Source: an optimization exercise on an open RTL-to-GDS flow (aim: small area, a short achievable clock period and few clock cycles per item). Production flows keep margins and buffers that such runs may drop. Only simulation tests tie the RTL to the original design; equivalence was not proved.

## the reference run
==> flow/design.v <==
module sha256_k (
    input  wire [5:0]  t,
    output wire [31:0] k
);
    localparam [2047:0] TABLE = {
        32'h71374491,
        32'ha6fb9796,
        32'h307b5f59,
        32'hbef9a3f7,
        32'ha4506ceb,
        32'h90befffa,
        32'h8cc70208,
        32'h84c87814,
        32'h78a5636f,
        32'h748f82ee,
        32'h682e6ff3,
        32'h5b9cca4f,
        32'h4ed8aa4a,
        32'h391c0cb3,
        32'h34b0bcb5,
        32'h2748774c,
        32'h1e376c08,
        32'h19a4c116,
        32'h106aa070,
        32'hf40e3585,
        32'hd6990624,
        32'hd192e819,
        32'hc76c51a3,
        32'hc24b8b70,
        32'ha81a664b,
        32'ha2bfe8a1,
        32'h92722c85,
        32'h81c2c92e,
        32'h766a0abb,
        32'h650a7354,
        32'h53380d13,
        32'h4d2c6dfc,
        32'h2e1b2138,
        32'h27b70a85,
        32'h14292967,
        32'h06ca6351,
        32'hd5a79147,
        32'hc6e00bf3,
        32'hbf597fc7,
        32'hb00327c8,
        32'ha831c66d,
        32'h983e5152,
        32'h76f988da,
        32'h5cb0a9dc,
        32'h4a7484aa,
        32'h2de92c6f,
        32'h240ca1cc,
        32'h0fc19dc6,
        32'hefbe4786,
        32'he49b69c1,
        32'hc19bf174,
        32'h9bdc06a7,
        32'h80deb1fe,
        32'h72be5d74,
        32'h550c7dc3,
        32'h243185be,
        32'h12835b01,
        32'hd807aa98,
        32'hab1c5ed5,
        32'h923f82a4,
        32'h59f111f1,
        32'h3956c25b,
        32'he9b5dba5,
        32'hb5c0fbcf
    };
    assign k = TABLE[32*t +: 32];
endmodule
module kh64_hash (
    input  wire         clk,
    input  wire         rst,
    input  wire         in_valid,
    output wire         in_ready,
    input  wire [127:0] in_key,
    output reg          out_valid,
    output wire [63:0]  out_kh
);
    localparam [31:0] IV0 = 32'h6a09e667, IV1 = 32'hbb67ae85,
                      IV2 = 32'h3c6ef372,
                      IV4 = 32'h510e527f, IV5 = 32'h9b05688c,
                      IV6 = 32'h1f83d9ab,
                      D0  = 32'h9cbf5a55;   
    reg  [5:0]  t;
    reg         load;       
    reg         last;       
    reg         first;      
    reg         first_s;    
    reg         first_m;    
    reg         busy;       
    reg         pend;       
    reg  [31:0] a, b, c, d, e, f, g;
    reg  [31:0] p;          
    reg  [31:0] w [0:15];   
    assign in_ready = load;
    wire accept = in_valid && load;
    assign out_kh = {b[7:0], b[15:8], b[23:16], b[31:24],
                     a[7:0], a[15:8], a[23:16], a[31:24]};
    wire [31:0] bsig1 = {e[5:0], e[31:6]} ^ {e[10:0], e[31:11]} ^ {e[24:0], e[31:25]};
    wire [31:0] bsig0 = {a[1:0], a[31:2]} ^ {a[12:0], a[31:13]} ^ {a[21:0], a[31:22]};
    wire [31:0] ch    = (e & f) ^ (~e & g);
    wire [31:0] maj   = (a & b) ^ (a & c) ^ (b & c);
    wire [31:0] s0m   = first_s ? 32'd0 : bsig0;
    wire [31:0] mjm   = first_m ? 32'd0 : maj;
    wire [31:0] u_s = p ^ ch ^ bsig1;
    wire [31:0] u_c = ((p & ch) | (p & bsig1) | (ch & bsig1)) << 1;
    wire [31:0] x2s = u_s ^ u_c ^ s0m;
    wire [31:0] x2c = ((u_s & u_c) | (u_s & s0m) | (u_c & s0m)) << 1;
    wire [31:0] x3s = x2s ^ x2c ^ mjm;
    wire [31:0] x3c = ((x2s & x2c) | (x2s & mjm) | (x2c & mjm)) << 1;
    wire [31:0] a_new = x3s + x3c;
    wire [31:0] y2s = u_s ^ u_c ^ d;
    wire [31:0] y2c = ((u_s & u_c) | (u_s & d) | (u_c & d)) << 1;
    wire [31:0] e_new = y2s + y2c;
    wire [31:0] k_rom;
    reg  [31:0] k_n;        
    sha256_k u_k (.t(t), .k(k_rom));
    wire [31:0] h_n = last ? 32'd0 : g;       
    wire [31:0] w_n = w[1];
    wire [31:0] z1s = h_n ^ k_n ^ w_n;
    wire [31:0] z1c = ((h_n & k_n) | (h_n & w_n) | (k_n & w_n)) << 1;
    wire [31:0] p_new = z1s + z1c;
    wire [31:0] w1  = w[1];
    wire [31:0] w14 = w[14];
    wire [31:0] ssig0 = {w1[6:0], w1[31:7]} ^ {w1[17:0], w1[31:18]} ^ {3'b000, w1[31:3]};
    wire [31:0] ssig1 = {w14[16:0], w14[31:17]} ^ {w14[18:0], w14[31:19]} ^ {10'd0, w14[31:10]};
    wire [31:0] s1s = ssig1 ^ w[9] ^ ssig0;
    wire [31:0] s1c = ((ssig1 & w[9]) | (ssig1 & ssig0) | (w[9] & ssig0)) << 1;
    wire [31:0] s2s = s1s ^ s1c ^ w[0];
    wire [31:0] s2c = ((s1s & s1c) | (s1s & w[0]) | (s1c & w[0])) << 1;
    wire [31:0] w_sched = s2s + s2c;
    wire sched_on = ~(t[5] & t[4]);
    wire [31:0] w_tail = (sched_on ? w_sched : 32'd0)
                       | {(t == 6'd52), 31'd0}
                       | {24'd0, last, 7'd0};
    wire [127:0] key_in = load ? in_key : 128'd0;
    integer i;
    always @(posedge clk) begin
        w[0] <= w[1];
        w[1] <= w[2] | {key_in[7:0],    key_in[15:8],    key_in[23:16],  key_in[31:24]};
        w[2] <= w[3] | {key_in[39:32],  key_in[47:40],   key_in[55:48],  key_in[63:56]};
        w[3] <= w[4] | {key_in[71:64],  key_in[79:72],   key_in[87:80],  key_in[95:88]};
        w[4] <= w[5] | {key_in[103:96], key_in[111:104], key_in[119:112], key_in[127:120]};
        for (i = 5; i < 15; i = i + 1)
            w[i] <= w[i+1];
        w[15] <= w_tail;
        p <= p_new;
        k_n <= k_rom;
        first_m <= last;    
        a <= a_new;
        b <= last ? IV1 + a : (first ? IV0 : a);
        c <= first ? IV1 : b;
        d <= last ? D0 : (first ? IV2 : c);
        e <= last ? IV4 : e_new;
        f <= last ? IV5 : e;
        g <= last ? IV6 : f;
        if (rst) begin
            t         <= 6'd48;
            load      <= 1'b0;
            last      <= 1'b0;
            first     <= 1'b0;
            first_s   <= 1'b0;
            busy      <= 1'b0;
            pend      <= 1'b0;
            out_valid <= 1'b0;
        end else begin
            t         <= t + 6'd1;
            load      <= (t == 6'd61);
            last      <= load;
            first     <= last;
            first_s   <= (t == 6'd63);
            out_valid <= last & busy;
            if (load) pend <= accept;
            if (last) busy <= pend;
        end
    end
endmodule
==> flow/config.mk <==
export PLATFORM = sky130hd
export DESIGN_NAME = kh64_hash
export DESIGN_NICKNAME = kh64_hash
export VERILOG_FILES = /design/flow/design.v
export SDC_FILE = /design/flow/constraint.sdc
export NUM_CORES = 4
export LEC_CHECK = 0
export CAP_MARGIN = 20
export CORE_MARGIN = 2
export CORE_UTILIZATION = 40
export SETUP_SLACK_MARGIN = 5
export SLEW_MARGIN = 20
==> flow/constraint.sdc <==
create_clock -name core_clock -period 9.0 [get_ports {clk}]
set_input_delay 1.8000 -clock core_clock [delete_from_list [all_inputs] [get_ports {clk}]]
set_output_delay 1.8000 -clock core_clock [all_outputs]
set_load 0.01 [all_outputs]
run.sh (not shown) runs the stock make flow with config.mk's settings and CLKGATE_MAP_FILE= SYNTH_SCRIPT=/design/flow/synth_recipe.tcl, a recipe that flattens the netlist after the stock synthesis.
Testbench counts of the reference run, summed over its fixed seeds: cycles 131,208, items 2,048.
Input changes introduced in the trial run (baseline for comparison: the reference run):
diff --git a/flow/design.v b/flow/design.v
--- a/flow/design.v
+++ b/flow/design.v
@@ -3,7 +3,6 @@
     output wire [31:0] k
 );
     localparam [2047:0] TABLE = {
-        32'h71374491,
         32'ha6fb9796,
         32'h307b5f59,
         32'hbef9a3f7,
@@ -66,7 +65,8 @@
         32'h59f111f1,
         32'h3956c25b,
         32'he9b5dba5,
-        32'hb5c0fbcf
+        32'hb5c0fbcf,
+        32'h71374491
     };
     assign k = TABLE[32*t +: 32];
 endmodule
@@ -85,16 +85,14 @@
                       IV6 = 32'h1f83d9ab,
                       D0  = 32'h9cbf5a55;   
     reg  [5:0]  t;
-    reg         load;       
-    reg         last;       
     reg         first;      
-    reg         first_s;    
-    reg         first_m;    
     reg         busy;       
     reg         pend;       
     reg  [31:0] a, b, c, d, e, f, g;
     reg  [31:0] p;          
     reg  [31:0] w [0:15];   
+    wire last = (t == 6'd63);
+    wire load = (t == 6'd62);
     assign in_ready = load;
     wire accept = in_valid && load;
     assign out_kh = {b[7:0], b[15:8], b[23:16], b[31:24],
@@ -103,21 +101,22 @@
     wire [31:0] bsig0 = {a[1:0], a[31:2]} ^ {a[12:0], a[31:13]} ^ {a[21:0], a[31:22]};
     wire [31:0] ch    = (e & f) ^ (~e & g);
     wire [31:0] maj   = (a & b) ^ (a & c) ^ (b & c);
-    wire [31:0] s0m   = first_s ? 32'd0 : bsig0;
-    wire [31:0] mjm   = first_m ? 32'd0 : maj;
-    wire [31:0] u_s = p ^ ch ^ bsig1;
-    wire [31:0] u_c = ((p & ch) | (p & bsig1) | (ch & bsig1)) << 1;
-    wire [31:0] x2s = u_s ^ u_c ^ s0m;
-    wire [31:0] x2c = ((u_s & u_c) | (u_s & s0m) | (u_c & s0m)) << 1;
-    wire [31:0] x3s = x2s ^ x2c ^ mjm;
-    wire [31:0] x3c = ((x2s & x2c) | (x2s & mjm) | (x2c & mjm)) << 1;
+    wire [31:0] s0m   = first ? 32'd0 : bsig0;
+    wire [31:0] mjm   = first ? 32'd0 : maj;
+    wire [31:0] x1s = p ^ ch ^ mjm;
+    wire [31:0] x1c = ((p & ch) | (p & mjm) | (ch & mjm)) << 1;
+    wire [31:0] x2s = x1s ^ x1c ^ s0m;
+    wire [31:0] x2c = ((x1s & x1c) | (x1s & s0m) | (x1c & s0m)) << 1;
+    wire [31:0] x3s = x2s ^ x2c ^ bsig1;
+    wire [31:0] x3c = ((x2s & x2c) | (x2s & bsig1) | (x2c & bsig1)) << 1;
     wire [31:0] a_new = x3s + x3c;
-    wire [31:0] y2s = u_s ^ u_c ^ d;
-    wire [31:0] y2c = ((u_s & u_c) | (u_s & d) | (u_c & d)) << 1;
+    wire [31:0] y1s = p ^ ch ^ d;
+    wire [31:0] y1c = ((p & ch) | (p & d) | (ch & d)) << 1;
+    wire [31:0] y2s = y1s ^ y1c ^ bsig1;
+    wire [31:0] y2c = ((y1s & y1c) | (y1s & bsig1) | (y1c & bsig1)) << 1;
     wire [31:0] e_new = y2s + y2c;
-    wire [31:0] k_rom;
-    reg  [31:0] k_n;        
-    sha256_k u_k (.t(t), .k(k_rom));
+    wire [31:0] k_n;
+    sha256_k u_k (.t(t), .k(k_n));
     wire [31:0] h_n = last ? 32'd0 : g;       
     wire [31:0] w_n = w[1];
     wire [31:0] z1s = h_n ^ k_n ^ w_n;
@@ -148,8 +147,6 @@
             w[i] <= w[i+1];
         w[15] <= w_tail;
         p <= p_new;
-        k_n <= k_rom;
-        first_m <= last;    
         a <= a_new;
         b <= last ? IV1 + a : (first ? IV0 : a);
         c <= first ? IV1 : b;
@@ -159,19 +156,13 @@
         g <= last ? IV6 : f;
         if (rst) begin
             t         <= 6'd48;
-            load      <= 1'b0;
-            last      <= 1'b0;
             first     <= 1'b0;
-            first_s   <= 1'b0;
             busy      <= 1'b0;
             pend      <= 1'b0;
             out_valid <= 1'b0;
         end else begin
             t         <= t + 6'd1;
-            load      <= (t == 6'd61);
-            last      <= load;
             first     <= last;
-            first_s   <= (t == 6'd63);
             out_valid <= last & busy;
             if (load) pend <= accept;
             if (last) busy <= pend;
==> comparison <==
- Final antenna-violating net count: the reference run vs the trial run, no meaningful difference
- The trial run finished every stage and its layout cleared the timing, DRC and antenna checks.
- The lower part of the cycle the worst path needs of the trial run and the reference run is in the reference run.
- Route | the trial run vs the reference run | wire longer in the trial run
Testbench counts of the trial run, summed over its fixed seeds: cycles 131,208, items 2,048.

[separate check: timing with driven ports]
How much do the figures lean on ideal ports? The routed layouts below were timed once more, with nothing changed but the port constraints. Step 1 assumes that a clkbuf_16 drives the clock port and a buf_2 every other input. Step 2 adds t to the input delays and takes it off the output delays; t is the mean of the earliest and latest rising clock arrival at the registers after step 1. Input paths then give back, and output paths get back, about the clock's delay inside the block. a / b / c = ideal / step 1 / step 2; a / b = the first two.
| run | shift t [ns] | slack for setup (ns) | clock arrival spread, ns | worst register clock-pin slew, ns | pins driven straight from the clock port |
|---|---|---|---|---|---|
| the reference run | 0.718 | 4.417 / 4.417 / 4.417 | 0.051 / 0.052 | 0.07 / 0.07 | 1 |
| the trial run | 0.738 | 4.292 / 4.292 / 4.292 | 0.050 / 0.050 | 0.08 / 0.08 | 1 |
After both steps setup and hold are still met in every run listed.
